From an optimization exercise on the open Yosys and OpenROAD flow, aimed at a short achievable clock period and few clock cycles per item; shortcuts taken in it are not production practice. Only simulation tests tie the RTL to the original design; equivalence was not proved. No activity file was given, so power comes from the tool's default toggle rates.

`flow/config.mk`:
```
export PLATFORM = sky130hd
export DESIGN_NAME = flw_dec
export DESIGN_NICKNAME = flw_dec
export VERILOG_FILES = /design/flow/design.v
export SDC_FILE = /design/flow/constraint.sdc
export NUM_CORES = 4
export LEC_CHECK = 0
export ABC_CLOCK_PERIOD_IN_PS = 3000
export CAP_MARGIN = 20
export CORE_MARGIN = 2
export CORE_UTILIZATION = 45
export GPL_TIMING_DRIVEN = 1
export PLACE_DENSITY = 0.6
export SETUP_SLACK_MARGIN = 5
export SLEW_MARGIN = 20
```
`flow/constraint.sdc`:
```
create_clock -name core_clock -period 12.0 [get_ports {clk}]
set_input_delay 2.4000 -clock core_clock [delete_from_list [all_inputs] [get_ports {clk}]]
set_output_delay 2.4000 -clock core_clock [all_outputs]
set_load 0.01 [all_outputs]
```
`flow/design.v`:
```
module flw_dec (
    input  wire        clk,
    input  wire        rst,
    input  wire        in_valid,
    input  wire [7:0]  in_data,
    input  wire        in_last,
    output wire        in_ready,
    output reg         out_valid,
    output reg  [7:0]  out_data,
    output reg         done,
    output reg         res_ok,
    output reg  [3:0]  res_cause,
    output reg  [31:0] res_pos,
    output reg  [31:0] res_orig,
    output reg         mem_wr_en,
    output reg  [15:0] mem_wr_addr,
    output reg  [7:0]  mem_wr_data,
    output reg         mem_rd_en,
    output reg  [15:0] mem_rd_addr,
    input  wire [7:0]  mem_rd_data
);
    localparam [3:0] S_HDR    = 4'd0,
                     S_BH     = 4'd1,
                     S_STORED = 4'd2,
                     S_TOK    = 4'd3,
                     S_LEXT   = 4'd4,
                     S_LIT    = 4'd5,
                     S_DIST   = 4'd6,
                     S_MEXT   = 4'd7,
                     S_LCHK   = 4'd8,
                     S_TRL    = 4'd9,
                     S_DRAIN  = 4'd10,
                     S_MCHK   = 4'd11,
                     S_BEND   = 4'd12,
                     S_FIN    = 4'd13;
    localparam [1:0] K_LIT = 2'd0, K_MATCH = 2'd1, K_BEND = 2'd2, K_SEND = 2'd3;
    localparam [1:0] P_LIT = 2'd0, P_RAM = 2'd1, P_HIST = 2'd2, P_BEND = 2'd3;
    localparam [31:0] CRC_POLY = 32'h82F63B78;    
    function [31:0] crc8;
        input [31:0] c;
        input [7:0]  d;
        integer k;
        begin
            crc8 = c ^ {24'd0, d};
            for (k = 0; k < 8; k = k + 1)
                crc8 = crc8[0] ? ((crc8 >> 1) ^ CRC_POLY) : (crc8 >> 1);
        end
    endfunction
    reg       hv, sv;
    reg [7:0] b,  sb;
    reg       bl, sl;
    reg       in_ready_q;
    assign in_ready = in_ready_q;
    wire in_take = in_valid && in_ready_q;
    wire sv_next;
    localparam QD = 8;
    localparam QA = 3;
    reg [66:0]   q_mem [0:QD-1];
    reg [QA-1:0] q_wp, q_rp;
    reg [QA:0]   q_cnt;           
    reg          q_ne;            
    reg          q_room;          
    wire [66:0]  q_head = q_mem[q_rp];
    reg          m_active;        
    reg [2:0]    li;              
    wire         pop;             
    reg [QA:0]   q_cnt_n;
    reg          e_v;
    reg [1:0]    e_k;
    reg          e_f;
    reg [63:0]   e_x;
    reg [3:0]  state;
    reg [3:0]  idx;
    reg [95:0] fld;
    reg [31:0] spos;          
    reg [31:0] spos_n;        
    reg [31:0] ipos;          
    reg [31:0] tokpos;        
    reg [15:0] wmask;         
    reg [15:0] sched_lo;      
    reg [15:0] sched_hi;      
    reg        sched_c;
    reg [31:0] bcrc;
    reg [16:0] oroom;         
    reg [16:0] body_rem;      
    reg        br0, br1;      
    reg [4:0]  mf;
    reg [20:0] vint;
    reg [21:0] lreg;          
    reg [16:0] cnt;           
    reg        cnt1;          
    reg [7:0]  mdist_lo;
    reg [15:0] mdm1_q;
    reg        pend_last;     
    reg [3:0]  v_cause;       
    reg [31:0] v_pos;
    reg        bh_pre_bad;
    reg [1:0]  bh_kind_q;
    reg        bh_body0_q;
    reg [16:0] sp_r;          
    reg [16:0] or_r;          
    reg        ld_gt, ld_ne;  
    reg        bfail;
    reg [63:0] bend_x;        
    reg [31:0] verified;
    reg [31:0] crc_s;
    wire       be_idle;
    wire [31:0] sched = {sched_hi, sched_lo};
    wire needs_body = (state == S_TOK) || (state == S_LEXT) ||
                      (state == S_DIST) || (state == S_MEXT);
    wire in_body    = needs_body || (state == S_LIT) || (state == S_STORED);
    wire body_out   = needs_body && br0;
    wire pushes     = (state == S_STORED) || (state == S_LIT) || (state == S_TOK) ||
                      (state == S_DIST);
    wire consuming  = (state != S_LCHK) && (state != S_MCHK) && (state != S_BEND) &&
                      (state != S_FIN) && !body_out &&
                      !(pushes && !q_room) &&
                      !(state == S_TRL && idx == 4'd11 && !be_idle && !bl);
    wire take       = hv && consuming;
    wire [95:0] fld_n = {b, fld[95:8]};
    wire [31:0] pw0 = fld[63:32];
    wire [31:0] pw1 = fld[95:64];
    wire [1:0]  p_kind = pw0[31:30];
    wire [23:0] p_body = pw0[23:0];
    wire [23:0] p_orig = pw1[23:0];
    wire p_bad = (p_kind == 2'b11) ||
                 (pw0[29:24] != 6'd0) || (pw1[31:24] != 8'd0) ||
                 (p_body > 24'd65536) ||
                 (p_kind != 2'b10 && p_orig > 24'd65536) ||
                 (p_kind == 2'b01 && p_body != p_orig) ||
                 (p_kind == 2'b00 && p_body >= p_orig) ||
                 (p_kind != 2'b10 && p_orig == 24'd0) ||
                 (p_kind == 2'b10 && (p_body != 24'd0 || p_orig != 24'd0));
    wire [16:0] bh_body_n = fld[24:8];
    wire [16:0] bh_orig_n = fld[56:40];
    wire        bh_w2_nz  = ({b, fld[95:72]} != 32'd0);
    wire [20:0] vint_n = vint | ({14'd0, b[6:0]} << (7 * idx));
    wire [2:0] tL      = b[7:5];
    wire       br_hi0  = (body_rem[16:3] == 14'd0);
    wire       or_hi0  = (oroom[16:3] == 14'd0);
    wire       t_gt_r  = br_hi0 && ({1'b0, tL} >= {1'b0, body_rem[2:0]});
    wire       t_eq_r  = br_hi0 && ({1'b0, body_rem[2:0]} == {1'b0, tL} + 4'd1);
    wire       t_gt_o  = or_hi0 && (tL > oroom[2:0]);
    wire       t_eq_o  = or_hi0 && (tL == oroom[2:0]);
    wire       l_gt_r  = lreg > {5'd0, body_rem};
    wire       l_eq_r  = lreg == {5'd0, body_rem};
    wire       l_gt_o  = lreg > {5'd0, oroom};
    wire       l_eq_o  = lreg == {5'd0, oroom};
    wire [15:0] dm1      = {b, mdist_lo};              
    wire        sched_sm = (sched_hi == 16'd0) && !sched_c;
    wire        dist_bad = (sched_sm && dm1 >= sched_lo) ||
                           ((dm1 & wmask) != 16'd0);
    wire [16:0] len_dist = {12'd0, mf} + 17'd3;
    wire        m_gt_o   = lreg > {5'd0, oroom};
    wire        m_ne_o   = lreg != {5'd0, oroom};
    wire [16:0] m_sp     = {1'b0, sched_lo} + {1'b0, lreg[15:0]};
    reg        pack_ok;       
    reg        hold;          
    reg        append, commit;
    reg        push;
    reg [1:0]  push_k;
    reg [63:0] push_x;
    reg        push_f;
    task put;
        input [1:0]  kind;
        input [63:0] x;
        begin
            push   = 1'b1;
            push_k = kind;
            push_x = x;
            push_f = 1'b0;
        end
    endtask
    task finish;
        input [3:0]  cause;
        input [31:0] pos;
        begin
            v_cause <= cause;
            v_pos   <= pos;
            state   <= S_FIN;
        end
    endtask
    task reject;
        input [3:0]  cause;
        input [31:0] pos;
        input        last;
        begin
            v_cause <= cause;
            v_pos   <= pos;
            state   <= last ? S_FIN : S_DRAIN;
        end
    endtask
    task go;
        input [3:0]  next;
        input        last;
        input [31:0] fpos;
        begin
            if (last)
                finish(4'd8, fpos);
            else
                state <= next;
        end
    endtask
    task lit_known;
        input        gt_r, eq_r, gt_o, eq_o;
        input [16:0] L;
        input        L0, L1;
        input        mf_nz;
        input [31:0] pos;
        input        last;
        input [31:0] fpos;
        begin
            if (gt_r || gt_o)
                reject(4'd4, pos, last);
            else if (eq_r) begin
                if (mf_nz || !eq_o)
                    reject(4'd4, pos, last);
                else if (L0) begin
                    put(K_BEND, {ipos, bcrc});
                    idx <= 4'd0;
                    go(S_BH, last, fpos);
                end else begin
                    cnt  <= L;
                    cnt1 <= L1;
                    go(S_LIT, last, fpos);
                end
            end else if (L0) begin
                idx <= 4'd0;
                go(S_DIST, last, fpos);
            end else begin
                cnt  <= L;
                cnt1 <= L1;
                go(S_LIT, last, fpos);
            end
        end
    endtask
    task match_ok;
        input [15:0] d1;
        input [15:0] lm1;
        input [16:0] sp;
        input [16:0] orn;
        input        final_seq;
        begin
            put(K_MATCH, {13'd0, (d1 < 16'd2), d1[1:0], lm1, d1, sched_lo});
            sched_lo <= sp[15:0];
            sched_c  <= sp[16];
            oroom    <= orn;
            if (final_seq) begin
                pend_last <= 1'b0;
                state     <= S_BEND;
            end else
                state <= S_TOK;
        end
    endtask
    always @(posedge clk) begin
        push   = 1'b0;
        push_k = K_LIT;
        push_x = {56'd0, b};
        push_f = 1'b0;
        if (take) begin
            spos   <= spos_n;
            spos_n <= spos_n + 32'd1;
        end
        if (take && in_body) begin
            body_rem <= body_rem - 17'd1;
            br0      <= br1;
            br1      <= (body_rem == 17'd2);
        end
        sched_hi <= sched_hi + {15'd0, sched_c};
        sched_c  <= 1'b0;
        if (idx == 4'd8) begin
            bh_pre_bad <= p_bad;
            bh_kind_q  <= p_kind;
            bh_body0_q <= (p_body == 24'd0);
        end
        sp_r  <= {1'b0, sched_lo} + len_dist;
        or_r  <= oroom - len_dist;
        ld_gt <= len_dist > oroom;
        ld_ne <= len_dist != oroom;
        if (rst) begin
            state     <= S_HDR;
            idx       <= 4'd0;
            spos      <= 32'd0;
            spos_n    <= 32'd1;
            sched_lo  <= 16'd0;
            sched_hi  <= 16'd0;
            sched_c   <= 1'b0;
        end else begin
            case (state)
            S_HDR: if (take) begin
                fld <= fld_n;
                idx <= idx + 4'd1;
                if (idx == 4'd3 && fld_n[95:64] != 32'h31574C46)
                    reject(4'd1, 32'd0, bl);
                else if (idx == 4'd4 && (b[7:4] != 4'd0 || b[3:0] > 4'd9))
                    reject(4'd2, 32'd4, bl);
                else if (idx == 4'd5 && (b < 8'd10 || b > 8'd16))
                    reject(4'd2, 32'd5, bl);
                else if (idx == 4'd7 && fld_n[95:80] != 16'd0)
                    reject(4'd2, 32'd6, bl);
                else begin
                    if (idx == 4'd5)
                        wmask <= 16'hFFFF << b[4:0];
                    if (idx == 4'd7) begin
                        idx <= 4'd0;
                        go(S_BH, bl, spos_n);
                    end else
                        go(S_HDR, bl, spos_n);
                end
            end
            S_BH: if (take) begin
                fld <= fld_n;
                idx <= idx + 4'd1;
                if (idx == 4'd0)
                    ipos <= spos;
                if (idx == 4'd11) begin
                    oroom    <= bh_orig_n;
                    body_rem <= bh_body_n;
                    br0      <= (bh_body_n == 17'd0);
                    br1      <= (bh_body_n == 17'd1);
                    bcrc     <= {b, fld[95:72]};
                    idx      <= 4'd0;
                    if (bh_pre_bad || (bh_kind_q == 2'b10 && bh_w2_nz))
                        reject(4'd3, ipos, bl);
                    else if (bh_kind_q == 2'b10)
                        go(S_TRL, bl, spos_n);
                    else if (bh_kind_q == 2'b01)
                        go(S_STORED, bl, spos_n);
                    else if (bh_body0_q)
                        reject(4'd4, ipos, bl);
                    else
                        go(S_TOK, bl, spos_n);
                end else
                    go(S_BH, bl, spos_n);
            end
            S_STORED: if (take) begin
                put(K_LIT, {56'd0, b});
                sched_lo <= sched_lo + 16'd1;
                sched_c  <= (sched_lo == 16'hFFFF);
                if (br1) begin
                    pend_last <= bl;
                    state     <= S_BEND;
                end else
                    go(S_STORED, bl, spos_n);
            end
            S_TOK: if (body_out)
                reject(4'd4, tokpos, 1'b0);
            else if (take) begin
                tokpos <= spos;
                mf     <= b[4:0];
                if (tL == 3'd7) begin
                    idx  <= 4'd0;
                    vint <= 21'd0;
                    go(S_LEXT, bl, spos_n);
                end else
                    lit_known(t_gt_r, t_eq_r, t_gt_o, t_eq_o, {14'd0, tL},
                              tL == 3'd0, tL == 3'd1, b[4:0] != 5'd0,
                              spos, bl, spos_n);
            end
            S_LEXT: if (body_out)
                reject(4'd4, tokpos, 1'b0);
            else if (take) begin
                vint <= vint_n;
                idx  <= idx + 4'd1;
                if (b[7] && idx == 4'd2)
                    reject(4'd4, tokpos, bl);
                else if (b[7])
                    go(S_LEXT, bl, spos_n);
                else begin
                    lreg      <= {1'b0, vint_n} + 22'd7;
                    pend_last <= bl;
                    state     <= S_LCHK;
                end
            end
            S_LCHK: if (q_room)
                lit_known(l_gt_r, l_eq_r, l_gt_o, l_eq_o, lreg[16:0],
                          lreg == 22'd0, lreg == 22'd1, mf != 5'd0,
                          tokpos, pend_last, spos);
            S_LIT: if (take) begin
                put(K_LIT, {56'd0, b});
                sched_lo <= sched_lo + 16'd1;
                sched_c  <= (sched_lo == 16'hFFFF);
                oroom    <= oroom - 17'd1;
                cnt      <= cnt - 17'd1;
                cnt1     <= (cnt == 17'd2);
                if (cnt1) begin
                    if (br1) begin
                        pend_last <= bl;
                        state     <= S_BEND;
                    end else begin
                        idx <= 4'd0;
                        go(S_DIST, bl, spos_n);
                    end
                end else
                    go(S_LIT, bl, spos_n);
            end
            S_DIST: if (body_out)
                reject(4'd4, tokpos, 1'b0);
            else if (take) begin
                idx <= idx + 4'd1;
                if (idx == 4'd0) begin
                    mdist_lo <= b;
                    go(S_DIST, bl, spos_n);
                end else begin
                    mdm1_q <= dm1;
                    if (dist_bad)
                        reject(4'd4, tokpos, bl);
                    else if (mf == 5'd31) begin
                        idx  <= 4'd0;
                        vint <= 21'd0;
                        go(S_MEXT, bl, spos_n);
                    end else if (ld_gt || (br1 && ld_ne))
                        reject(4'd4, tokpos, bl);
                    else if (bl)
                        finish(4'd8, spos_n);
                    else
                        match_ok(dm1, {11'd0, mf} + 16'd2, sp_r, or_r, br1);
                end
            end
            S_MEXT: if (body_out)
                reject(4'd4, tokpos, 1'b0);
            else if (take) begin
                vint <= vint_n;
                idx  <= idx + 4'd1;
                if (b[7] && idx == 4'd2)
                    reject(4'd4, tokpos, bl);
                else if (b[7])
                    go(S_MEXT, bl, spos_n);
                else begin
                    lreg      <= {1'b0, vint_n} + 22'd34;
                    pend_last <= bl;
                    state     <= S_MCHK;
                end
            end
            S_MCHK: if (q_room) begin
                if (m_gt_o || (br0 && m_ne_o))
                    reject(4'd4, tokpos, pend_last);
                else if (pend_last)
                    finish(4'd8, spos);
                else
                    match_ok(mdm1_q, lreg[15:0] - 16'd1, m_sp | {lreg[16], 16'd0},
                             oroom - lreg[16:0], br0);
            end
            S_BEND: if (q_room) begin
                put(K_BEND, {ipos, bcrc});
                idx <= 4'd0;
                go(S_BH, pend_last, spos);
            end
            S_TRL: if (take) begin
                fld <= fld_n;
                idx <= idx + 4'd1;
                if (idx == 4'd0)
                    ipos <= spos;
                if (idx == 4'd7 && fld_n[95:32] != {32'd0, sched})
                    reject(4'd6, ipos, bl);
                else if (idx == 4'd11) begin
                    if (bl)
                        finish(4'd0, ipos);
                    else if (bfail)
                        reject(4'd5, 32'd0, 1'b0);
                    else if (fld_n[95:64] != ~crc_s)
                        reject(4'd7, ipos, 1'b0);
                    else
                        finish(4'd0, ipos);
                end else
                    go(S_TRL, bl, spos_n);
            end
            S_DRAIN: if (take && bl)
                state <= S_FIN;
            S_FIN: if (q_room) begin
                put(K_SEND, {v_pos, (v_cause == 4'd0) ? fld[95:64] : {28'd0, v_cause}});
                push_f    = (v_cause == 4'd0);
                state     <= S_HDR;
                idx       <= 4'd0;
                spos      <= 32'd0;
                spos_n    <= 32'd1;
                sched_lo  <= 16'd0;
                sched_hi  <= 16'd0;
                sched_c   <= 1'b0;
            end
            default: state <= S_HDR;
            endcase
        end
        hold   = e_v && e_k == K_LIT && e_x[58:56] != 3'd6 && pack_ok &&
                 (state == S_LIT || state == S_STORED);
        append = hold && push;
        commit = e_v && !hold;
        q_cnt_n = q_cnt + {{QA{1'b0}}, commit} - {{QA{1'b0}}, pop};
        if (append) begin
            e_x[58:56] <= e_x[58:56] + 3'd1;
            case (e_x[58:56])
            3'd0: e_x[15:8]  <= push_x[7:0];
            3'd1: e_x[23:16] <= push_x[7:0];
            3'd2: e_x[31:24] <= push_x[7:0];
            3'd3: e_x[39:32] <= push_x[7:0];
            3'd4: e_x[47:40] <= push_x[7:0];
            default: e_x[55:48] <= push_x[7:0];
            endcase
        end else if (push) begin
            e_k <= push_k;
            e_x <= push_x;
            e_f <= push_f;
        end
        if (rst) begin
            e_v    <= 1'b0;
            q_room <= 1'b0;
        end else begin
            e_v    <= push || hold;
            q_room <= push ? (q_cnt_n < QD - 1) : (q_cnt_n < QD);
        end
        if (commit)
            q_mem[q_wp] <= e_entry;
        if (rst) begin
            q_wp  <= {QA{1'b0}};
            q_cnt <= {(QA+1){1'b0}};
            q_ne  <= 1'b0;
        end else begin
            if (commit) q_wp <= q_wp + 1'b1;
            q_cnt <= q_cnt_n;
            q_ne  <= (q_cnt_n != 0);
        end
        pack_ok <= (q_cnt_n > 2);
    end
    assign sv_next = hv && !take && (sv || in_take);
    always @(posedge clk) begin
        if (!hv || take) begin
            if (sv) begin
                b  <= sb;
                bl <= sl;
            end else begin
                b  <= in_data;
                bl <= in_last;
            end
        end
        if (in_take && hv && !take && !sv) begin
            sb <= in_data;
            sl <= in_last;
        end
        if (rst) begin
            hv         <= 1'b0;
            sv         <= 1'b0;
            in_ready_q <= 1'b0;
        end else begin
            case ({hv, sv})
            2'b00: begin hv <= in_take; sv <= 1'b0; end
            2'b10: begin hv <= in_take || !take; sv <= in_take && !take; end
            default: begin hv <= 1'b1; sv <= !take; end
            endcase
            in_ready_q <= !sv_next;
        end
    end
    reg [15:0] m_src;
    reg [15:0] m_cnt;          
    reg        m_one;          
    reg        m_ram;          
    reg        m_h;            
    reg        s1_v;  reg [1:0] s1_k;  reg [7:0] s1_d;
    reg        s2_v;  reg [1:0] s2_k;  reg [7:0] s2_d;
    reg        s3_bend;        
    reg        s3_send;
    reg        c_v;            
    reg        mk_busy;        
    reg [64:0] send_x;         
    reg [7:0]  hist0, hist1;
    reg [15:0] opos;
    reg [31:0] ocount;
    reg [31:0] crc_b;
    assign be_idle = !e_v && !q_ne && !m_active && !s1_v && !s2_v && !c_v;
    wire [7:0] s2_val = (s2_k == P_RAM)  ? mem_rd_data :
                        (s2_k == P_HIST) ? (s2_d[0] ? hist1 : hist0) :
                        s2_d;
    wire [1:0]  h_kind = q_head[65:64];
    wire [15:0] h_src  = q_head[15:0];
    wire [15:0] h_lm1  = q_head[31:16];
    wire        h_ram  = !q_head[34];
    wire issue_m = m_active;
    wire take_h  = !m_active && q_ne && !(h_kind[1] && mk_busy);
    wire lit_end = (li == q_head[58:56]);
    assign pop   = take_h && (h_kind != K_LIT || lit_end);
    wire [7:0] h_byte = q_head[{li, 3'b000} +: 8];
    wire [66:0] e_entry = (e_k == K_MATCH) ?
        {1'b0, K_MATCH, 29'd0, e_x[50:48], e_x[47:32], e_x[15:0] + ~e_x[31:16]} :
        {e_f, e_k, e_x};
    always @(posedge clk) begin
        s1_v        <= issue_m || take_h;
        mem_rd_addr <= issue_m ? m_src : h_src;
        mem_rd_en   <= issue_m ? m_ram : (pop && h_kind == K_MATCH && h_ram);
        if (issue_m) begin
            s1_k  <= m_ram ? P_RAM : P_HIST;
            s1_d  <= {7'd0, m_h};
            m_src <= m_src + 16'd1;
            m_cnt <= m_cnt - 16'd1;
            m_one <= (m_cnt == 16'd2);
            if (m_one)
                m_active <= 1'b0;
        end else if (take_h) begin
            s1_d <= h_byte;
            case (h_kind)
            K_LIT:   begin
                s1_k <= P_LIT;
                li   <= lit_end ? 3'd0 : li + 3'd1;
            end
            K_BEND:  begin
                s1_k    <= P_BEND;
                s1_d    <= 8'd0;
                if (!bfail)
                    bend_x <= q_head[63:0];
                mk_busy <= 1'b1;
            end
            K_SEND:  begin
                s1_k    <= P_BEND;
                s1_d    <= 8'd1;
                send_x  <= {q_head[66], q_head[63:0]};
                mk_busy <= 1'b1;
            end
            default: begin
                s1_k     <= h_ram ? P_RAM : P_HIST;
                s1_d     <= {7'd0, q_head[32]};
                m_active <= 1'b1;
                m_ram    <= h_ram;
                m_h      <= q_head[32];
                m_src    <= h_src + 16'd1;
                m_cnt    <= h_lm1;
                m_one    <= (h_lm1 == 16'd1);
            end
            endcase
        end
        s2_v <= s1_v; s2_k <= s1_k; s2_d <= s1_d;
        out_valid   <= s2_v && s2_k != P_BEND;
        out_data    <= s2_val;
        mem_wr_en   <= s2_v && s2_k != P_BEND;
        mem_wr_data <= s2_val;
        mem_wr_addr <= opos;
        s3_bend     <= s2_v && s2_k == P_BEND;
        s3_send     <= s2_d[0];
        if (s2_v && s2_k == P_BEND && s2_d[0])
            opos <= 16'd0;
        c_v         <= s2_v;
        if (s2_v && s2_k != P_BEND) begin
            opos  <= opos + 16'd1;
            hist0 <= s2_val;
            hist1 <= hist0;
        end
        if (c_v && !s3_bend) begin
            crc_b  <= crc8(crc_b, hist0);
            crc_s  <= crc8(crc_s, hist0);
            ocount <= ocount + 32'd1;
        end
        done <= 1'b0;
        if (s3_bend && !s3_send) begin
            crc_b   <= 32'hFFFFFFFF;
            mk_busy <= 1'b0;
            if (!bfail) begin
                if (~crc_b != bend_x[31:0])
                    bfail <= 1'b1;
                else
                    verified <= ocount;
            end
        end
        if (s3_bend && s3_send) begin
            mk_busy <= 1'b0;
            done    <= 1'b1;
            if (bfail) begin
                res_ok    <= 1'b0;
                res_cause <= 4'd5;
                res_pos   <= bend_x[63:32];
                res_orig  <= verified;
            end else if (send_x[64] && ~crc_s != send_x[31:0]) begin
                res_ok    <= 1'b0;
                res_cause <= 4'd7;
                res_pos   <= send_x[63:32];
                res_orig  <= verified;
            end else if (send_x[64]) begin
                res_ok    <= 1'b1;
                res_cause <= 4'd0;
                res_pos   <= 32'd0;
                res_orig  <= ocount;
            end else begin
                res_ok    <= 1'b0;
                res_cause <= send_x[3:0];
                res_pos   <= send_x[63:32];
                res_orig  <= verified;
            end
            crc_b    <= 32'hFFFFFFFF;
            crc_s    <= 32'hFFFFFFFF;
            ocount   <= 32'd0;
            verified <= 32'd0;
            bfail    <= 1'b0;
        end
        if (rst) begin
            q_rp      <= {QA{1'b0}};
            li        <= 3'd0;
            m_active  <= 1'b0;
            s1_v      <= 1'b0;
            s2_v      <= 1'b0;
            out_valid <= 1'b0;
            mem_wr_en <= 1'b0;
            mem_rd_en <= 1'b0;
            s3_bend   <= 1'b0;
            c_v       <= 1'b0;
            mk_busy   <= 1'b0;
            crc_b     <= 32'hFFFFFFFF;
            crc_s     <= 32'hFFFFFFFF;
            ocount    <= 32'd0;
            verified  <= 32'd0;
            bfail     <= 1'b0;
            opos      <= 16'd0;
            done      <= 1'b0;
            res_ok    <= 1'b0;
            res_cause <= 4'd0;
            res_pos   <= 32'd0;
            res_orig  <= 32'd0;
        end else begin
            if (pop) q_rp <= q_rp + 1'b1;
        end
    end
endmodule
```
`flow/flow/run.sh`:
```
#!/bin/bash
set -euo pipefail
bash standard.sh SETUP_SLACK_MARGIN=8.6 finish > standard.log 2>&1
```
`flow/standard.sh`:
```
#!/bin/bash
# synth_recipe.tcl (not shown) runs the flow's synth.tcl, then flattens the netlist and writes it again
# the make line also repeats each setting of config.mk as NAME=value (left out here)
make -C /OpenROAD-flow-scripts/flow DESIGN_CONFIG=/design/flow/config.mk WORK_HOME=/design/flow/orfs CLKGATE_MAP_FILE= SYNTH_SCRIPT=/design/flow/synth_recipe.tcl "${@:-finish}"
```
==> results of run 1 <==
-- worst max path at each step --
stage                     slack, ns           endpoint               from
final                          7.82  e_x[14]$_DFFE_PP_  lreg[9]$_DFFE_PP_
after global routing           7.82  e_x[14]$_DFFE_PP_  lreg[7]$_DFFE_PP_
after CTS                      7.97  e_x[13]$_DFFE_PP_  lreg[8]$_DFFE_PP_
after detailed placement       6.90  q_room$_SDFF_PP0_           register
after global placement         6.85  q_room$_SDFF_PP0_           register
after floorplan                6.13  fld[10]$_DFFE_PP_                rst
-- per-stage QoR --
step / instance area, sq um / instances / utilization (%) / power (uW) / setup WS, ns
after global placement: 80700 / 8492 / 47.7 / 11500 / 6.85
after CTS: 89600 / 8961 / 53.0 / 17200 / 7.97
final: 92600 / 9127 / 54.8 / 17600 / 7.82
after global routing: 92600 / 9123 / 54.8 / 18200 / 7.82
after detailed placement: 80700 / 8492 / 47.7 / 11500 / 6.90
after floorplan: 76800 / 6347 / - / 10100 / 6.13
-- power groups by stage --
stage / clock [uW] / sequential (uW) / combinational, uW
6_report: 5410 / 6920 / 5260
5_1_grt: 5700 / 6940 / 5580
2_1_floorplan: 0 / 6840 / 3240
4_1_cts: 5470 / 6900 / 4860
3_3_place_gp: 0 / 7020 / 4430
3_5_place_dp: 0 / 7030 / 4470
-- worst reg2reg max path, cell delays in order, from the launching register on --
cell and delay, ns:
edfxtp_1 0.51, ha_4 0.33, nand4_1 0.18, nor4_4 0.49, o311ai_4 0.19, and4b_2 0.26
o211a_4 0.25, buf_12 0.12, o21bai_4 0.19, buf_12 0.16, buf_8 0.13, a222oi_1 0.90
o22ai_1 0.17
-- state kept, by name, summed over array words and instances, names as in the netlist, 21 cells and up, named ones only --
signal	flops
verified	32
res_pos	32
spos_n	32
vint	21
e_x	64
ipos	32
ocount	32
send_x	65
bend_x	64
crc_b	32
v_pos	32
spos	32
tokpos	32
lreg	22
res_orig	32
bcrc	32
fld	88
q_mem	536
crc_s	32
-- layer usage --
layer	GRT usage [%]	wire, um	vias up
met1	37.1	101000	27700
met5	0	29	-
met2	44.8	116000	2793
met4	13.0	14100	6
li1	-	-	24700
met3	4.65	21000	730
-- cell families after synthesis --
kind of cell	synth area share (%)
mux	8.65
xor+xnor	6.15
compound gates	10.8
buf+inv	2.73
simple gates	11.2
flops	57.4
fa+ha+maj	3.15
-- timing repair --
action                     in CTS  in global routing
pin swaps                      75                104
setup buffers                 128                139
gates cloned                   20                 23
setup endpoints to repair    1664                995
gates resized for setup      1004                328
-- cell type report --
type | count | share of cell area [%]
antenna | 4 | 0.0108
clock buffer | 240 | 5.25
clock inverter | 81 | 1.00
inverter | 192 | 0.846
multi-input combinational | 4196 | 35.4
sequential | 1616 | 47.6
tap | 2218 | 3.00
timing repair buffer | 579 | 6.90
timing repair inverter | 1 | 0.00946
-- cells in the final DEF, fill, tap and decap left out, types with 79 or more instances in the layout --
| master | netlist | routed |
|---|---|---|
| mux2i_1 | 210 | 207 |
| nand3_1 | 115 | 104 |
| o21ai_0 | 329 | 297 |
| nor2_1 | 414 | 393 |
| xor2_1 | 191 | 185 |
| ha_1 | 181 | 166 |
| dfxtp_1 | 464 | 340 |
| mux4_2 | 145 | 145 |
| buf_4 | 9 | 277 |
| buf_6 | 2 | 158 |
| xnor2_1 | 339 | 327 |
| o211ai_1 | 79 | 79 |
| inv_1 | 191 | 174 |
| a21oi_1 | 312 | 285 |
| dfxtp_2 | 0 | 104 |
| nand2_1 | 559 | 539 |
| clkbuf_16 | 0 | 187 |
| edfxtp_1 | 1152 | 1152 |
| mux2_2 | 111 | 108 |
| nor3_1 | 104 | 82 |
==> impl_metrics.json, run 1 <==
{
  "outcome": "complete, no violations",
  "reg2reg_to": "e_x[14]$_DFFE_PP_",
  "hold_end": "mem_wr_addr[15]$_DFF_P_",
  "hpwl_um": 158000,
  "yosys-top-cells-count": "1152 x edfxtp_1, 559 x nand2_1, 464 x dfxtp_1",
  "grt_pass1_wl_um": 359000,
  "ys_types": 98,
  "clk_latency_ns": 0.83,
  "crit_type": "register to register",
  "intPower_uw": 11900,
  "async_reset_ff_share_pct": 0,
  "antenna_found_initial": 6,
  "worstReg2RegStart": "lreg[9]$_DFFE_PP_",
  "start_util_pct": 45.2,
  "min_path_type": "register to register",
  "wire_per_inst_um": 27.7,
  "max_stage_delay_ns": 0.90,
  "switching_share_pct": 32.5,
  "skew_ns": 0.0604,
  "grt_max_degree": 78,
  "synth_flop_cell": "edfxtp_1",
  "max_cap_viol_count": 0,
  "rrSetupSlack_ns": 7.82,
  "cts-hold-fix-buffers": 0,
  "track_usage_pct": 27.9,
  "cpMostUsedCell": "buf_12",
  "die_w_um": 416,
  "cts_root_buf": "clkbuf_16",
  "grt_pass1_vias": 52800,
  "synth_seq_cells": 1616,
  "drive_above_1_share_pct": 22.6,
  "synth_area_leaders": "edfxtp_1 45%, dfxtp_1 12%, mux4_2 4.3%, xnor2_1 3.9%, ha_1 3.0%",
  "layout.nets": 6965,
  "end_kind": "register",
  "cts-htree-levels": 4,
  "cp_cell_sequence": "ha_4, nand4_1, nor4_4, o311ai_4, and4b_2, o211a_4, buf_12, o21bai_4, buf_12, buf_8, a222oi_1, o22ai_1",
  "hold_violations": 0,
  "fmaxAchievable_ghz": 0.239,
  "io_buffers": 141,
  "yosysWarnings": 1,
  "tightest_slew_ns": 1.35,
  "path_delay_family": "compound AO/OA/AOI/OAI gates",
  "slowest_stage": "a222oi_1",
  "wirelength_um": 253000,
  "synth_edf_count": 1152,
  "area_growth_syn_to_layout_pct": 21.1,
  "dr.first_iter.drc_count": 6607,
  "ant_nets": 0,
  "rows": 151,
  "viasPerCell": 6.13,
  "dr.pass1.iters": 9,
  "coreArea_sq_um": 169000,
  "synthesis.nets": 6554,
  "synth_top_area_share_pct": 45.2,
  "pwr-share-clk_pct": 30.8,
  "period_needed_ns": 4.18,
  "numCtsBuffers": 172,
  "syn_avg_cell_area_sq_um": 12.0,
  "cp.arrival_ns": 4.66,
  "power_leakage_uw": 0.0327,
  "slew_violations": 0,
  "multi_input_area_sq_um": 32800,
  "die-area_sq_um": 173000,
  "vias": 55900,
  "cts_tree": "built",
  "clkSinkCount": 1616,
  "route.detailed.drc": 0,
  "min_period_over_period_pct": 34.9,
  "powerDensity_nw_per_um2": 190,
  "slew-limit-headroom_pct": 9.98,
  "irDropWorstVdd_mv": 0.155,
  "syn-cell-area_sq_um": 76500,
  "cp.required_ns": 12.47,
  "path_max_fanout": 8,
  "seqPwrFrac_pct": 39.3,
  "hold_ws_ns": 0.372,
  "gr-total-overflow": 0,
  "yosysTopAreaCell": "edfxtp_1",
  "power.switching_uw": 5730,
  "gp_congestion": 0.941,
  "cts_buffer_depth": 3,
  "regArea_sq_um": 44100,
  "reg2regPathDepth": 12,
  "critPathLaunchType": "register",
  "cp_num_buf_inv": 3,
  "die_h_um": 416,
  "synth_seq_area_share_pct": 57.4,
  "comb_power_share_pct": 29.9,
  "tns_ns": 0,
  "ios": 142,
  "rsz0062_at_grt": "yes",
  "whs_path_depth": 0,
  "clk_pin_slew_ns": 0.06,
  "synthCells": 6347,
  "setup_viol": 0,
  "fillCellCount": 14000,
  "synthMostInstantiatedCell": "edfxtp_1",
  "crit_cells": 12,
  "hold_path_startpoint": "opos[15]$_SDFFE_PP0P_"
}
Testbench counts, summed over its fixed seeds: cycles 223,495, bytes 222,265.
==> run 2, diff against run 1 <==
--- a/flow/config.mk
+++ b/flow/config.mk
@@ -10,5 +10,5 @@
 export CORE_MARGIN = 2
-export CORE_UTILIZATION = 45
+export CORE_UTILIZATION = 60
 export GPL_TIMING_DRIVEN = 1
-export PLACE_DENSITY = 0.6
+export PLACE_DENSITY = 0.7
 export SETUP_SLACK_MARGIN = 5
==> run 2 against run 1 <==
  * Non-clock buffer count shrank 36
  * First-iteration DRC count grew 8.3%
  * Synthesized area is the same
  * Final cell count shrank 6.8%
  * Worst setup slack gained 0.16 ns
  * Maximum frequency grew 4.0%
  * Largest power group unchanged
  * Sequential share of layout area grew 0.88 points
  * Final area shrank 1.9%
  * Sequential cell count is the same
==> impl_metrics.json, run 2 <==
{
  "grt_max_degree": 100,
  "finalInstanceArea_sq_um": 90900,
  "largest_reg_flops": 536,
  "min_period_over_period_pct": 33.5,
  "antenna_found_initial": 9,
  "largestRegisters": "q_mem: 536 flops, fld: 88 flops, send_x: 65 flops",
  "drive_above_1_share_pct": 21.6,
  "track_usage_pct": 37.3,
  "period_needed_ns": 4.02,
  "start_util_pct": 60.7,
  "rsz0062_at_grt": "yes",
  "synth_seq_area_share_pct": 57.4,
  "hold_ws_ns": 0.346,
  "cts_tree": "built",
  "wirelength_um": 250000,
  "outcome": "complete, no violations",
  "powerDensity_nw_per_um2": 190,
  "layout.nets": 6922,
  "clk_pin_slew_ns": 0.07,
  "power_uw": 17300,
  "dr.first_iter.drc_count": 7157,
  "yosysTopAreaCell": "edfxtp_1",
  "layout_common_cells": "1152 x edfxtp_1, 543 x nand2_1, 397 x nor2_1",
  "synth_area_leaders": "edfxtp_1 45%, dfxtp_1 12%, mux4_2 4.3%, xnor2_1 3.9%, ha_1 3.0%",
  "syn-cell-area_sq_um": 76500,
  "worstSetupStartpoint": "oroom[16]$_DFFE_PP_",
  "synth_flop_cell": "edfxtp_1",
  "use_met1_pct": 48.4,
  "power_leakage_uw": 0.0324,
  "vias": 56700,
  "worstReg2RegStart": "oroom[16]$_DFFE_PP_",
  "synthesis.nets": 6554,
  "clk_latency_ns": 0.83,
  "hold_violations": 0,
  "crit_type": "register to register",
  "irDropWorstVdd_mv": 0.162,
  "critPathLaunchType": "register",
  "ant_nets": 0,
  "dr.pass1.iters": 8,
  "setup_viol": 0,
  "wire_per_inst_um": 29.3,
  "cp.arrival_ns": 4.55,
  "regMostFlops": "q_mem",
  "tns_ns": 0,
  "die-area_sq_um": 130000,
  "gp_congestion": 1.00,
  "met3_usage_pct": 7.77,
  "end_kind": "register",
  "min_path_type": "register to register",
  "cts-hold-fix-buffers": 0,
  "cp.required_ns": 12.53,
  "viasPerCell": 6.67,
  "path_max_fanout": 5,
  "slew_violations": 0,
  "synth_seq_cells": 1616,
  "grt_pass1_vias": 54400,
  "max_cap_viol_count": 0,
  "cts_buffer_depth": 3,
  "io_buffers": 141,
  "async_reset_ff_share_pct": 0,
  "slew-limit-headroom_pct": 22.9,
  "grt_pass1_wl_um": 358000,
  "synthCells": 6347,
  "clkSinkCount": 1616,
  "route.detailed.drc": 0,
  "regArea_sq_um": 44100,
  "synth_edf_count": 1152,
  "skew_ns": 0.0395,
  "hold_path_startpoint": "s1_d[7]$_SDFFE_PP0P_",
  "yosys-top-cells-count": "1152 x edfxtp_1, 559 x nand2_1, 464 x dfxtp_1",
  "area_growth_syn_to_layout_pct": 18.9,
  "cts-htree-levels": 4,
  "syn_avg_cell_area_sq_um": 12.0,
  "fillCellCount": 8564,
  "gr-max-usage-layer": "met2",
  "fmaxAchievable_ghz": 0.249,
  "use_met2_pct": 58.2,
  "die_h_um": 361,
  "tightest_slew_ns": 1.15,
  "cts_root_buf": "clkbuf_16",
  "rows": 130,
  "post_dp_cell_area_sq_um": 79900,
  "hpwl_um": 154000,
  "die_w_um": 361,
  "gr-total-overflow": 0,
  "yosysWarnings": 1,
  "synthMostInstantiatedCell": "edfxtp_1",
  "ios": 142,
  "ys_types": 98,
  "multi_input_area_sq_um": 32700,
  "final_common_cell": "edfxtp_1",
  "numCtsBuffers": 166,
  "coreArea_sq_um": 126000,
  "synth_top_area_share_pct": 45.2
}
-- run 2: path summary, 6_finish.rpt --
kind                 endpoint  slack (ns)  cells after the start
min reg2reg   s2_d[7]$_DFF_P_        0.35                      0
max reg2reg  e_x[8]$_DFFE_PP_        7.98                     12
max          e_x[8]$_DFFE_PP_        7.98                     12
min           s2_d[7]$_DFF_P_        0.35                      0
-- run 2: critical path, cell delays in order, from the launching register on --
cell and delay (ns):
edfxtp_1 0.39, inv_1 0.09, ha_1 0.35, nand4b_1 0.19, nor4_4 0.42, o311ai_4 0.19, and4b_2 0.30, o211a_4 0.28
o21bai_4 0.20, buf_12 0.17, buf_16 0.12, a222oi_1 0.88, o21bai_1 0.16
-- run 2: cells by family after synthesis --
kind of cell    share of synthesized area (%)
buf+inv                                  2.73
flops                                    57.4
fa+ha+maj                                3.15
compound gates                           10.8
xor+xnor                                 6.15
simple gates                             11.2
mux                                      8.65
-- run 2: power breakdown --
group          total (uW)  switching [uW]  internal [uW]
clock network        5160            2190           2970
logic                5210            3010           2210
registers            6910             384           6530
total               17300            5580          11700
-- run 2: timing repair --
action	in CTS	in global routing
pin swaps	104	83
setup endpoints to repair	1529	738
cloned	21	10
setup buffers	160	95
resized for setup	1052	200
-- run 2: routing by layer --
metal	vias to the layer above	part of all wire, %	routed length (um)
li1	24600	-	-
met2	3475	46	114000
met5	-	0.012	29
met4	4	7.1	17600
met1	27800	37	92200
met3	894	10	25300
-- run 2: cell type report --
| class | instances | share of cell area [%] |
|---|---|---|
| antenna | 1 | 0.00275 |
| clock buffer | 237 | 5.22 |
| clock inverter | 70 | 0.756 |
| inverter | 192 | 0.836 |
| multi-input combinational | 4196 | 35.9 |
| sequential | 1616 | 48.5 |
| tap | 1650 | 2.27 |
| timing repair buffer | 543 | 6.49 |
-- run 2: metrics by stage --
stage               utilization (%)  cells  setup WS (ns)
global placement               63.4   7908           6.67
global route                   72.1   8504           7.90
CTS                            70.6   8396           8.23
detailed placement             63.4   7908           6.53
floorplan                         -   6347           6.13
finish                         72.1   8505           7.98
==> run 3, diff against run 2 <==
--- a/flow/design.v
+++ b/flow/design.v
@@ -144,13 +144,15 @@
     wire       t_eq_o  = or_hi0 && (tL == oroom[2:0]);
-    wire       l_gt_r  = lreg > {5'd0, body_rem};
-    wire       l_eq_r  = lreg == {5'd0, body_rem};
-    wire       l_gt_o  = lreg > {5'd0, oroom};
-    wire       l_eq_o  = lreg == {5'd0, oroom};
+    wire [21:0] lx     = {1'b0, vint_n} + 22'd7;
+    wire [21:0] lx1    = {1'b0, vint_n} + 22'd8;
+    reg         l_gt_r, l_eq_r, l_gt_o, l_eq_o;
     wire [15:0] dm1      = {b, mdist_lo};              
     wire        sched_sm = (sched_hi == 16'd0) && !sched_c;
-    wire        dist_bad = (sched_sm && dm1 >= sched_lo) ||
-                           ((dm1 & wmask) != 16'd0);
+    reg         lo_ge, lo_wm;
+    wire        dist_bad = (sched_sm && (b > sched_lo[15:8] ||
+                                         (b == sched_lo[15:8] && lo_ge))) ||
+                           lo_wm || ((b & wmask[15:8]) != 8'd0);
     wire [16:0] len_dist = {12'd0, mf} + 17'd3;
-    wire        m_gt_o   = lreg > {5'd0, oroom};
-    wire        m_ne_o   = lreg != {5'd0, oroom};
+    wire [21:0] mx       = {1'b0, vint_n} + 22'd34;
+    reg         m_gt_o, m_ne_o;
+    reg  [15:0] lm1_q;        
     wire [16:0] m_sp     = {1'b0, sched_lo} + {1'b0, lreg[15:0]};
@@ -369,3 +371,7 @@
                 else begin
-                    lreg      <= {1'b0, vint_n} + 22'd7;
+                    lreg      <= lx;
+                    l_gt_r    <= lx >= {5'd0, body_rem};      
+                    l_eq_r    <= lx1 == {5'd0, body_rem};
+                    l_gt_o    <= lx > {5'd0, oroom};
+                    l_eq_o    <= lx == {5'd0, oroom};
                     pend_last <= bl;
@@ -376,3 +382,3 @@
                 lit_known(l_gt_r, l_eq_r, l_gt_o, l_eq_o, lreg[16:0],
-                          lreg == 22'd0, lreg == 22'd1, mf != 5'd0,
+                          1'b0, 1'b0, mf != 5'd0,
                           tokpos, pend_last, spos);
@@ -402,2 +408,4 @@
                     mdist_lo <= b;
+                    lo_ge    <= b >= sched_lo[7:0];
+                    lo_wm    <= (b & wmask[7:0]) != 8'd0;
                     go(S_DIST, bl, spos_n);
@@ -429,3 +437,6 @@
                 else begin
-                    lreg      <= {1'b0, vint_n} + 22'd34;
+                    lreg      <= mx;
+                    m_gt_o    <= mx > {5'd0, oroom};
+                    lm1_q     <= vint_n[15:0] + 16'd33;
+                    m_ne_o    <= mx != {5'd0, oroom};
                     pend_last <= bl;
@@ -440,3 +451,3 @@
                 else
-                    match_ok(mdm1_q, lreg[15:0] - 16'd1, m_sp | {lreg[16], 16'd0},
+                    match_ok(mdm1_q, lm1_q, m_sp | {lreg[16], 16'd0},
                              oroom - lreg[16:0], br0);
==> run 3 against run 2 <==
  * Clock power is 3% higher
  * Die area is 1.6% higher
  * Maximum frequency is 9.3% higher
  * Via count rose by 4.5%
  * Wire length up 4.5%
  * Sequential share of layout area down 1.6 points
  * First-iteration DRC count grew 9.3%
  * Highest routed layer unchanged
  * Synthesized area increased by 1.6%
  * Worst hold slack gained 0.027 ns
  * Largest power group unchanged
  * Clock-buffer cell count grew 5
==> impl_metrics.json, run 3 <==
{
  "outcome": "complete, no violations",
  "layout_common_cells": "1171 x edfxtp_1, 583 x nand2_1, 372 x xnor2_1, 372 x nor2_1, 355 x buf_4",
  "grt_pass1_vias": 55400,
  "setup_viol": 0,
  "hpwl_um": 156000,
  "synth_compound_area_share_pct": 11.0,
  "area_growth_syn_to_layout_pct": 22.6,
  "clk_pin_slew_ns": 0.06,
  "viasPerCell": 6.71,
  "tightest_slew_ns": 1.20,
  "io_buffers": 141,
  "cp.required_ns": 9.60,
  "gr-total-overflow": 0,
  "clk_latency_ns": 0.84,
  "rows": 132,
  "regArea_sq_um": 44600,
  "hold_violations": 0,
  "coreArea_sq_um": 129000,
  "clkSinkCount": 1635,
  "powerDensity_nw_per_um2": 187,
  "synth_edf_count": 1171,
  "hold_end": "mem_wr_addr[15]$_DFF_P_",
  "synth_top_area_share_pct": 45.3,
  "antenna_found_initial": 8,
  "synth_adder_area_share_pct": 3.38,
  "yosys-top-cells-count": "1171 x edfxtp_1, 609 x nand2_1, 464 x dfxtp_1",
  "tns_ns": 0,
  "slew-limit-headroom_pct": 20.1,
  "route.detailed.drc": 0,
  "layout.nets": 7180,
  "ant_nets": 0,
  "max_cap_viol_count": 0,
  "cts-htree-levels": 4,
  "wire_per_inst_um": 29.5,
  "reg2regPathDepth": 14,
  "synthCells": 6461,
  "min_path_type": "register to register",
  "grt_max_degree": 79,
  "cp_num_buf_inv": 1,
  "multi_input_area_sq_um": 34900,
  "slowest_stage": "dfxtp_2",
  "yosysTopAreaCell": "edfxtp_1",
  "syn_avg_cell_area_sq_um": 12.0,
  "cts-hold-fix-buffers": 0,
  "largest_reg_flops": 536,
  "die_h_um": 364,
  "synth_seq_cells": 1635,
  "whs_path_depth": 0,
  "synthMostInstantiatedCell": "edfxtp_1",
  "fmaxAchievable_ghz": 0.272,
  "start_util_pct": 60.2,
  "finalInstanceArea_sq_um": 95200,
  "crit_type": "register to output pin",
  "slew_violations": 0,
  "dr.first_iter.drc_count": 7825,
  "rsz0062_at_grt": "yes",
  "synth_top_family_by_area": "compound AO/OA/AOI/OAI gates",
  "critPathLaunchType": "register",
  "power_leakage_uw": 0.0336,
  "reg2reg_to": "e_x[33]$_DFFE_PP_",
  "die_w_um": 364,
  "irDropWorstVdd_mv": 0.174,
  "wirelength_um": 261000,
  "power_uw": 17800,
  "synth.area.mux_share_pct": 8.40,
  "post_dp_cell_area_sq_um": 81600,
  "max_stage_delay_ns": 0.36,
  "syn-cell-area_sq_um": 77700,
  "regMostFlops": "q_mem",
  "cp.arrival_ns": 1.28,
  "path_max_fanout": 2,
  "rrSetupSlack_ns": 8.34,
  "min_period_over_period_pct": 30.7,
  "antenna_cells": 0,
  "cts_root_buf": "clkbuf_16",
  "path_delay_family": "flip-flops",
  "fillCellCount": 8350,
  "dr.pass1.iters": 10,
  "grt_pass1_wl_um": 364000,
  "cp_cell_sequence": "buf_6",
  "drive_above_1_share_pct": 25.2,
  "synth_seq_area_share_pct": 57.2,
  "worstReg2RegStart": "b[6]$_DFFE_PP_",
  "ios": 142,
  "numCtsBuffers": 168,
  "gp_congestion": 0.991,
  "fin_util_pct": 73.8,
  "yosysWarnings": 1,
  "cts_tree": "built",
  "ys_types": 94,
  "period_needed_ns": 3.68,
  "end_kind": "output pin",
  "synthesis.nets": 6687,
  "largestRegisters": "q_mem: 536 flops, fld: 88 flops, send_x: 65 flops",
  "final_common_cell": "edfxtp_1",
  "synth_flop_cell": "edfxtp_1",
  "vias": 59300,
  "worstSetupStartpoint": "out_data[0]$_DFF_P_",
  "die-area_sq_um": 132000,
  "track_usage_pct": 37.6,
  "cts_buffer_depth": 3,
  "skew_ns": 0.0378,
  "hold_path_startpoint": "opos[15]$_SDFFE_PP0P_",
  "async_reset_ff_share_pct": 0,
  "synth_xor_xnor_area_share_pct": 6.47,
  "synth_area_leaders": "edfxtp_1 45%, dfxtp_1 12%, xnor2_1 4.3%, mux4_2 4.2%, ha_1 3.2%",
  "synthSimpleGateAreaFrac_pct": 10.8
}
[run 3: metal layers]
| metal | wire length [um] | GRT usage (%) |
|---|---|---|
| met2 | 118000 | 58.6 |
| met4 | 19300 | 22.3 |
| met5 | 49 | 0 |
| met3 | 29100 | 9.37 |
| met1 | 94100 | 47.7 |
[run 3: cell families after synthesis]
group           Yosys count
simple gates           1763
flops                  1635
compound gates         1285
xor+xnor                564
buf+inv                 553
mux                     455
fa+ha+maj               206
[run 3: layout make-up]
| cell class | count | area share, % |
|---|---|---|
| clock buffers | 242 | 4.99 |
| clock inverters | 73 | 0.873 |
| inverters | 204 | 0.859 |
| multi-input cells | 4286 | 36.6 |
| flip-flops and latches | 1635 | 46.9 |
| well taps | 1742 | 2.29 |
| repair buffers | 659 | 7.46 |
[run 3: worst max path at each step]
stage	endpoint	slack [ns]	cells after the start
3_5_place_dp	e_x[32]$_DFFE_PP_	6.63	7
2_1_floorplan	fld[10]$_DFFE_PP_	7.56	4
5_1_grt	e_x[34]$_DFFE_PP_	8.14	10
4_1_cts	mem_wr_data[1]	8.28	1
3_3_place_gp	e_x[46]$_DFFE_PP_	6.89	7
6_report	mem_wr_data[0]	8.32	1
[run 3: through the flow]
| step | cells | setup slack (ns) | hold WS [ns] |
|---|---|---|---|
| global route | 8841 | 8.14 | 0.387 |
| CTS | 8663 | 8.28 | 0.375 |
| finish | 8841 | 8.32 | 0.374 |
| floorplan | 6461 | 7.56 | 0.323 |
| global placement | 8105 | 6.89 | 0.358 |
| detailed placement | 8105 | 6.63 | 0.363 |
[run 3: timing repair]
item | in CTS | in global routing
setup buffers | 215 | 158
pin swaps | 116 | 159
gates resized for setup | 1092 | 346
gates cloned | 28 | 20
setup endpoints to repair | 1570 | 742
[run 3: power breakdown]
part | switching, uW | internal [uW] | leakage, uW
Clock | 2260 | 3050 | 0.00273
Combinational | 3200 | 2390 | 0.0163
Sequential | 392 | 6540 | 0.0146
Testbench counts of run 3, summed over its fixed seeds: cycles 223,495, bytes 222,265.
==> run 4, diff against run 3 <==
--- a/flow/config.mk
+++ b/flow/config.mk
@@ -10,5 +10,5 @@
 export CORE_MARGIN = 2
-export CORE_UTILIZATION = 60
+export CORE_UTILIZATION = 45
 export GPL_TIMING_DRIVEN = 1
-export PLACE_DENSITY = 0.7
+export PLACE_DENSITY = 0.6
 export SETUP_SLACK_MARGIN = 5
==> run 4 against run 3 <==
  * Wire length is 1.3% higher
  * Clock skew is 0.016 ns higher
  * Sequential cell count stayed put
  * Register-to-register slack worse by 0.08 ns
  * Via count is 3.0% lower
  * Clock-buffer cell count is 1 lower
  * Worst hold slack worse by 0.0076 ns
  * Final area is 0.44% lower
  * Critical path depth is 12 higher
  * Sequential power hardly changed
  * Critical path type is now register to register
  * First-iteration DRC count is 17% lower
  * Highest routed layer unchanged
  * Still clean on timing, DRC and antenna
==> impl_metrics.json, run 4 <==
{
  "outcome": "complete, no violations",
  "power_leakage_uw": 0.0328,
  "synth_seq_cells": 1635,
  "max_cap_viol_count": 0,
  "synth_xor_xnor_area_share_pct": 6.47,
  "area_growth_syn_to_layout_pct": 22.0,
  "worstSetupStartpoint": "b[4]$_DFFE_PP_",
  "dp.cells": 8673,
  "grt_pass1_vias": 54600,
  "stdcell_count": 9325,
  "synth_seq_area_share_pct": 57.2,
  "coreArea_sq_um": 172000,
  "regMostFlops": "q_mem",
  "antenna_found_initial": 13,
  "largest_reg_flops": 536,
  "rows": 152,
  "yosysWarnings": 1,
  "tns_ns": 0,
  "synth_area_leaders": "edfxtp_1 45%, dfxtp_1 12%, xnor2_1 4.3%, mux4_2 4.2%, ha_1 3.2%",
  "synth_top_family_by_area": "compound AO/OA/AOI/OAI gates",
  "track_usage_pct": 29.1,
  "setup_viol": 0,
  "min_path_type": "register to register",
  "drive_above_1_share_pct": 23.7,
  "slew_violations": 0,
  "async_reset_ff_share_pct": 0,
  "critPathLaunchType": "register",
  "wirelength_um": 264000,
  "dr.pass1.iters": 9,
  "layout.nets": 7081,
  "die_h_um": 419,
  "cp.required_ns": 12.51,
  "numCtsBuffers": 174,
  "cts-hold-fix-buffers": 0,
  "start_util_pct": 45.3,
  "cts_buffer_depth": 3,
  "ios": 142,
  "clk_pin_slew_ns": 0.06,
  "synth_top_area_share_pct": 45.3,
  "synthMostInstantiatedCell": "edfxtp_1",
  "io_buffers": 141,
  "largestRegisters": "q_mem: 536 flops, fld: 88 flops, send_x: 65 flops",
  "slew-limit-headroom_pct": 25.5,
  "fmaxAchievable_ghz": 0.268,
  "period_needed_ns": 3.74,
  "cp.arrival_ns": 4.25,
  "hpwl_um": 166000,
  "grt_pass1_wl_um": 377000,
  "synth_edf_count": 1171,
  "rsz0062_at_grt": "yes",
  "synth_flop_cell": "edfxtp_1",
  "dr.first_iter.drc_count": 6498,
  "skew_ns": 0.0535,
  "yosys-top-cells-count": "1171 x edfxtp_1, 609 x nand2_1, 464 x dfxtp_1",
  "die-area_sq_um": 176000,
  "powerDensity_nw_per_um2": 187,
  "gr-total-overflow": 0,
  "synth_adder_area_share_pct": 3.38,
  "final_common_cell": "edfxtp_1",
  "path_max_fanout": 16,
  "cts_root_buf": "clkbuf_16",
  "min_period_over_period_pct": 31.1,
  "clk_latency_ns": 0.84,
  "cts_tree": "built",
  "tightest_slew_ns": 1.11,
  "gp_congestion": 0.996,
  "yosysTopAreaCell": "edfxtp_1",
  "cts-htree-levels": 4,
  "syn_avg_cell_area_sq_um": 12.0,
  "worstReg2RegStart": "b[4]$_DFFE_PP_",
  "vias": 57500,
  "ys_types": 94,
  "synthesis.nets": 6687,
  "fillCellCount": 14300,
  "syn-cell-area_sq_um": 77700,
  "irDropWorstVdd_mv": 0.162,
  "layout_common_cells": "1171 x edfxtp_1, 591 x nand2_1, 372 x xnor2_1, 372 x nor2_1, 348 x dfxtp_1",
  "synth.area.mux_share_pct": 8.40,
  "hold_path_startpoint": "opos[8]$_SDFFE_PP0P_",
  "grt_max_degree": 71,
  "synthSimpleGateAreaFrac_pct": 10.8,
  "die_w_um": 419,
  "clkSinkCount": 1635,
  "crit_type": "register to register",
  "synth_compound_area_share_pct": 11.0,
  "synthCells": 6461,
  "ant_nets": 0,
  "power_uw": 17700,
  "route.detailed.drc": 0,
  "wire_per_inst_um": 28.3,
  "hold_violations": 0,
  "viasPerCell": 6.17,
  "end_kind": "register"
}
run 4: changes by cell type in the layout (fill, tap and decap cells not counted), moves of 9 or more:
cell | previous run | this run
buf_4 | 355 | 258
a221oi_1 | 34 | 55
a221oi_2 | 28 | 7
a21oi_1 | 253 | 238
a21oi_2 | 25 | 40
clkinv_1 | 17 | 30
diode_2 | 0 | 10
clkbuf_8 | 25 | 16
dfxtp_2 | 107 | 98
run 4: cell families after synthesis:
logic type / Yosys count
simple gates: 1763
fa+ha+maj: 206
flops: 1635
mux: 455
xor+xnor: 564
buf+inv: 553
compound gates: 1285
run 4: path summary, 6_finish.rpt:
path / to / slack [ns] / cells after the start
worst min register to register: mem_wr_addr[8]$_DFF_P_ / 0.37 / 0
worst min-delay path: mem_wr_addr[8]$_DFF_P_ / 0.37 / 0
worst max-delay path: e_x[63]$_SDFFCE_PP0P_ / 8.26 / 13
worst max register to register: e_x[63]$_SDFFCE_PP0P_ / 8.26 / 13
run 4: where the power goes:
group,switching [uW],internal (uW),leakage (uW)
Sequential,391,6550,0.0146
Clock,2340,2940,0.00272
Combinational,3150,2330,0.0156
Total,5880,11800,0.0328
run 4: critical path, cell delays in order, from the launching register on:
cell and delay [ns]:
edfxtp_1 0.53, buf_12 0.19, or3_4 0.38, or3_4 0.34, or4_4 0.53, nor4_4 0.25, and3_4 0.24, or2_4 0.16
buf_12 0.11, buf_16 0.13, o21ai_4 0.08, buf_12 0.20, nor2_4 0.12, buf_12 0.17
run 4: final cells by class:
| type | count | area [sq um] | area share (%) |
|---|---|---|---|
| Sequential cell | 1635 | 44600 | 47.1 |
| Multi-Input combinational cell | 4285 | 34600 | 36.5 |
| Antenna cell | 10 | 25.0 | 0.0264 |
| Clock buffer | 241 | 4780 | 5.04 |
| Tap cell | 2310 | 2890 | 3.05 |
| Clock inverter | 85 | 823 | 0.869 |
| Inverter | 204 | 825 | 0.870 |
| Timing Repair Buffer | 555 | 6170 | 6.51 |
run 4: layer usage:
layer	part of all wire (%)	track usage, %	vias up
met5	0.010	0	-
met2	47	46.7	2763
met3	8.0	5.00	707
met4	5.5	14.2	4
li1	-	-	25200
met1	40	38.2	28900
run 4: what timing repair did:
action	4_1_cts	5_1_grt
pin swaps	131	141
setup endpoints to repair	1662	601
setup buffers	196	81
endpoints found under the hold margin	0	0
cloned	26	12
gates resized for setup	1183	250
run 4: through the flow:
stage	setup WS (ns)	hold WS, ns	utilization, %	area (sq um)
4_1_cts	8.24	0.373	54.0	92600
5_1_grt	8.19	0.385	55.2	94800
2_1_floorplan	7.56	0.323	-	78500
6_report	8.26	0.366	55.3	94800
3_5_place_dp	6.31	0.368	48.0	82300
3_3_place_gp	6.36	0.361	48.0	82300
==> run 5, diff against run 4 <==
==> flow/flow/run.sh (replaced) <==
#!/bin/bash
set -euo pipefail
bash standard.sh SETUP_SLACK_MARGIN=8.6 \
  "CTS_ARGS=-sink_clustering_enable -repair_clock_nets -buf_list sky130_fd_sc_hd__clkbuf_16 -sink_clustering_size 20 -sink_clustering_max_diameter 80 -wire_unit 20" \
  finish > standard.log 2>&1
--- a/flow/config.mk
+++ b/flow/config.mk
@@ -10,5 +10,5 @@
 export CORE_MARGIN = 2
-export CORE_UTILIZATION = 45
+export CORE_UTILIZATION = 60
 export GPL_TIMING_DRIVEN = 1
-export PLACE_DENSITY = 0.6
+export PLACE_DENSITY = 0.7
 export SETUP_SLACK_MARGIN = 5
==> run 5 against run 4 <==
  * Still clean
  * Sequential share of layout area rose by 1.2 points
  * Via count rose by 2.0%
  * Sequential power barely moved
  * Critical path depth did not move
  * Total power fell by 10%
  * Sequential cell count did not move
  * First-iteration DRC count rose by 14%
  * Synthesized cell count did not move
  * Global-route usage rose by 8.0 points
  * Die area fell by 25%
==> impl_metrics.json, run 5 <==
{
  "max_cap_viol_count": 0,
  "drive_above_1_share_pct": 23.6,
  "rrSetupSlack_ns": 8.28,
  "synth_top_family_by_area": "compound AO/OA/AOI/OAI gates",
  "synth_xor_xnor_area_share_pct": 6.47,
  "synthSimpleGateAreaFrac_pct": 10.8,
  "area_growth_syn_to_layout_pct": 19.0,
  "slowest_stage": "a222oi_1",
  "layout_common_cells": "1171 x edfxtp_1, 589 x nand2_1, 374 x nor2_1",
  "dr.first_iter.drc_count": 7405,
  "critPathLaunchType": "register",
  "power_leakage_uw": 0.0325,
  "multi_input_area_sq_um": 34900,
  "grt_pass1_vias": 54400,
  "ys_types": 94,
  "numCtsBuffers": 100,
  "largest_reg_flops": 536,
  "grt_pass1_wl_um": 361000,
  "cp_num_buf_inv": 4,
  "hpwl_um": 156000,
  "gp_congestion": 0.991,
  "dr.pass1.iters": 7,
  "clk_pin_slew_ns": 0.09,
  "cts_buffer_depth": 4,
  "die_h_um": 364,
  "cp.required_ns": 12.47,
  "viasPerCell": 6.74,
  "synthesis.nets": 6687,
  "regArea_sq_um": 44600,
  "route.detailed.drc": 0,
  "slew-limit-headroom_pct": 15.4,
  "worstSetupStartpoint": "b[6]$_DFFE_PP_",
  "cp_cell_sequence": "buf_12, buf_6, ha_4, nand2_4, o2111ai_2, or4_4, nor4_4, and3_4, or2_4, buf_6, buf_12, a222oi_1, o22ai_1",
  "io_buffers": 141,
  "syn_avg_cell_area_sq_um": 12.0,
  "irDropWorstVdd_mv": 0.159,
  "stdcell_count": 8706,
  "synth_top_area_share_pct": 45.3,
  "final_common_cell": "edfxtp_1",
  "rsz0062_at_grt": "yes",
  "layout.nets": 7109,
  "fmaxAchievable_ghz": 0.269,
  "yosys-top-cells-count": "1171 x edfxtp_1, 609 x nand2_1, 464 x dfxtp_1",
  "crit_type": "register to register",
  "power.switching_uw": 5460,
  "clk_latency_ns": 0.83,
  "cts-htree-levels": 3,
  "hold_violations": 0,
  "track_usage_pct": 37.1,
  "worstReg2RegStart": "b[6]$_DFFE_PP_",
  "yosysWarnings": 1,
  "cp.arrival_ns": 4.18,
  "min_path_type": "register to register",
  "period_needed_ns": 3.72,
  "tns_ns": 0,
  "ios": 142,
  "largestRegisters": "q_mem: 536 flops, fld: 88 flops, send_x: 65 flops",
  "rows": 132,
  "comb_power_share_pct": 34.9,
  "slew_violations": 0,
  "power_uw": 15900,
  "intPower_uw": 10400,
  "switching_share_pct": 34.3,
  "wirelength_um": 258000,
  "outcome": "complete, no violations",
  "tightest_slew_ns": 1.27,
  "fillCellCount": 8714,
  "vias": 58700,
  "grt_max_degree": 79,
  "async_reset_ff_share_pct": 0,
  "synthMostInstantiatedCell": "edfxtp_1",
  "cts_tree": "built",
  "synth_edf_count": 1171,
  "skew_ns": 0.0774,
  "yosysTopAreaCell": "edfxtp_1",
  "clkSinkCount": 1635,
  "syn-cell-area_sq_um": 77700,
  "dp.cells": 8105,
  "synth_area_leaders": "edfxtp_1 45%, dfxtp_1 12%, xnor2_1 4.3%, mux4_2 4.2%, ha_1 3.2%",
  "synth_seq_cells": 1635,
  "synth_seq_area_share_pct": 57.2,
  "cts_root_buf": "clkbuf_16",
  "hold_path_startpoint": "opos[15]$_SDFFE_PP0P_",
  "die_w_um": 364,
  "path_delay_family": "compound AO/OA/AOI/OAI gates",
  "path_max_fanout": 6,
  "max_stage_delay_ns": 0.91,
  "regMostFlops": "q_mem",
  "synth_flop_cell": "edfxtp_1",
  "synth_compound_area_share_pct": 11.0,
  "antenna_found_initial": 10,
  "seqPwrFrac_pct": 43.4,
  "powerDensity_nw_per_um2": 172,
  "wire_per_inst_um": 29.6,
  "gr-total-overflow": 0,
  "ant_nets": 0,
  "start_util_pct": 60.2,
  "pwr-share-clk_pct": 21.6,
  "synthCells": 6461,
  "die-area_sq_um": 132000,
  "setup_viol": 0,
  "synth.area.mux_share_pct": 8.40,
  "min_period_over_period_pct": 31.0,
  "coreArea_sq_um": 129000,
  "synth_adder_area_share_pct": 3.38,
  "end_kind": "register"
}
-- run 5: metal layers --
layer,routed length [um],track usage [%],vias to the layer above
li1,-,-,25100
met2,117000,58.3,3824
met5,61,0,-
met1,92900,47.8,28700
met3,27200,7.25,1054
met4,20700,22.6,10
-- run 5: timing repair --
action / in CTS / in global routing
setup buffers: 199 / 166
gates cloned: 29 / 24
resized for setup: 1058 / 347
setup endpoints to repair: 1495 / 621
pin swaps: 104 / 154
hold buffers: 0 / 0
-- run 5: layout make-up --
type,count,area share [%]
clock inverters,79,0.405
flip-flops and latches,1635,48.3
diodes,3,0.00812
multi-input cells,4288,37.7
well taps,1742,2.36
clock buffers,101,2.73
repair buffers,654,7.65
inverters,204,0.867
-- run 5: path summary, 6_finish.rpt --
kind / cells after the start / end
setup / recovery: 13 / e_x[42]$_DFFE_PP_
hold / removal: 0 / mem_wr_addr[15]$_DFF_P_
setup reg to reg: 13 / e_x[42]$_DFFE_PP_
hold reg to reg: 0 / mem_wr_addr[15]$_DFF_P_
-- run 5: kinds of logic (layout without fill, tap and decap cells) --
group | count (synthesis) | in the layout
muxes | 455 | 455
and+or+nand+nor | 1763 | 1775
buffers and inverters | 553 | 1038
DFF | 1635 | 1635
AOI/OAI and AO/OA | 1285 | 1288
other | 0 | 3
adders and majority gates | 206 | 206
xor gates and xnor gates | 564 | 564
-- run 5: through the flow --
stage	hold slack, ns	util (%)	worst slack [ns]	area, sq um
after detailed placement	0.363	63.3	6.63	81600
after global routing	0.390	71.7	8.28	92500
final	0.384	71.7	8.28	92500
after CTS	0.378	69.0	8.29	89000
after floorplan	0.323	-	7.56	78500
after global placement	0.358	63.3	6.89	81600
-- run 5: worst reg2reg max path, cell delays in order, from the launching register on --
cell,delay (ns)
edfxtp_1,0.43
buf_12,0.17
buf_6,0.16
ha_4,0.27
nand2_4,0.04
o2111ai_2,0.21
or4_4,0.19
nor4_4,0.05
and3_4,0.20
or2_4,0.29
buf_6,0.13
buf_12,0.13
a222oi_1,0.92
o22ai_1,0.18
-- run 5: power groups by stage --
stage,logic [uW],clock network [uW],registers (uW)
finish,5550,3440,6910
CTS,5000,3460,6890
global route,5850,3650,6930
global placement,4360,0,7020
floorplan,3280,0,6850
detailed placement,4400,0,7030

-- separate check: timing with driven ports --
In the flow no input, the clock included, has a driving cell. The finished layouts below were timed again as built, in two steps.
Step 1 (the two cells are an assumption about what drives the block):
set clk [get_ports {clk}]
set_driving_cell -lib_cell sky130_fd_sc_hd__clkbuf_16 $clk
set_driving_cell -lib_cell sky130_fd_sc_hd__buf_2 [delete_from_list [all_inputs] $clk]
Step 2, shift: input delay + t, output delay - t, t = (earliest + latest rising clock arrival at the registers) / 2. This alone moves slack from input paths to output paths.
Slacks: ideal ports / drivers / drivers and shift; pairs: ideal ports / drivers.
run | shift t [ns] | setup slack, ns | worst hold slack (ns) | clock arrival spread, ns | worst data-port slew with drivers (ns)
run 1 | 0.881 | 7.815 / 7.815 / 7.391 | 0.372 / 0.372 / 0.372 | 0.062 / 0.061 | 0.05
run 2 | 0.899 | 7.977 / 7.977 / 7.209 | 0.346 / 0.346 / 0.346 | 0.041 / 0.041 | 0.07
run 3 | 0.901 | 8.321 / 8.240 / 7.564 | 0.374 / 0.374 / 0.374 | 0.042 / 0.041 | 0.14
run 4 | 0.903 | 8.265 / 8.189 / 7.573 | 0.366 / 0.366 / 0.366 | 0.054 / 0.054 | 0.06
run 5 | 0.873 | 8.284 / 8.224 / 7.607 | 0.384 / 0.384 / 0.384 | 0.077 / 0.078 | 0.11
After both steps setup and hold are still met in every run listed. The setup slack of run 2, which loses most, moves by 0.000 ns with the drivers and by -0.768 ns with both steps.
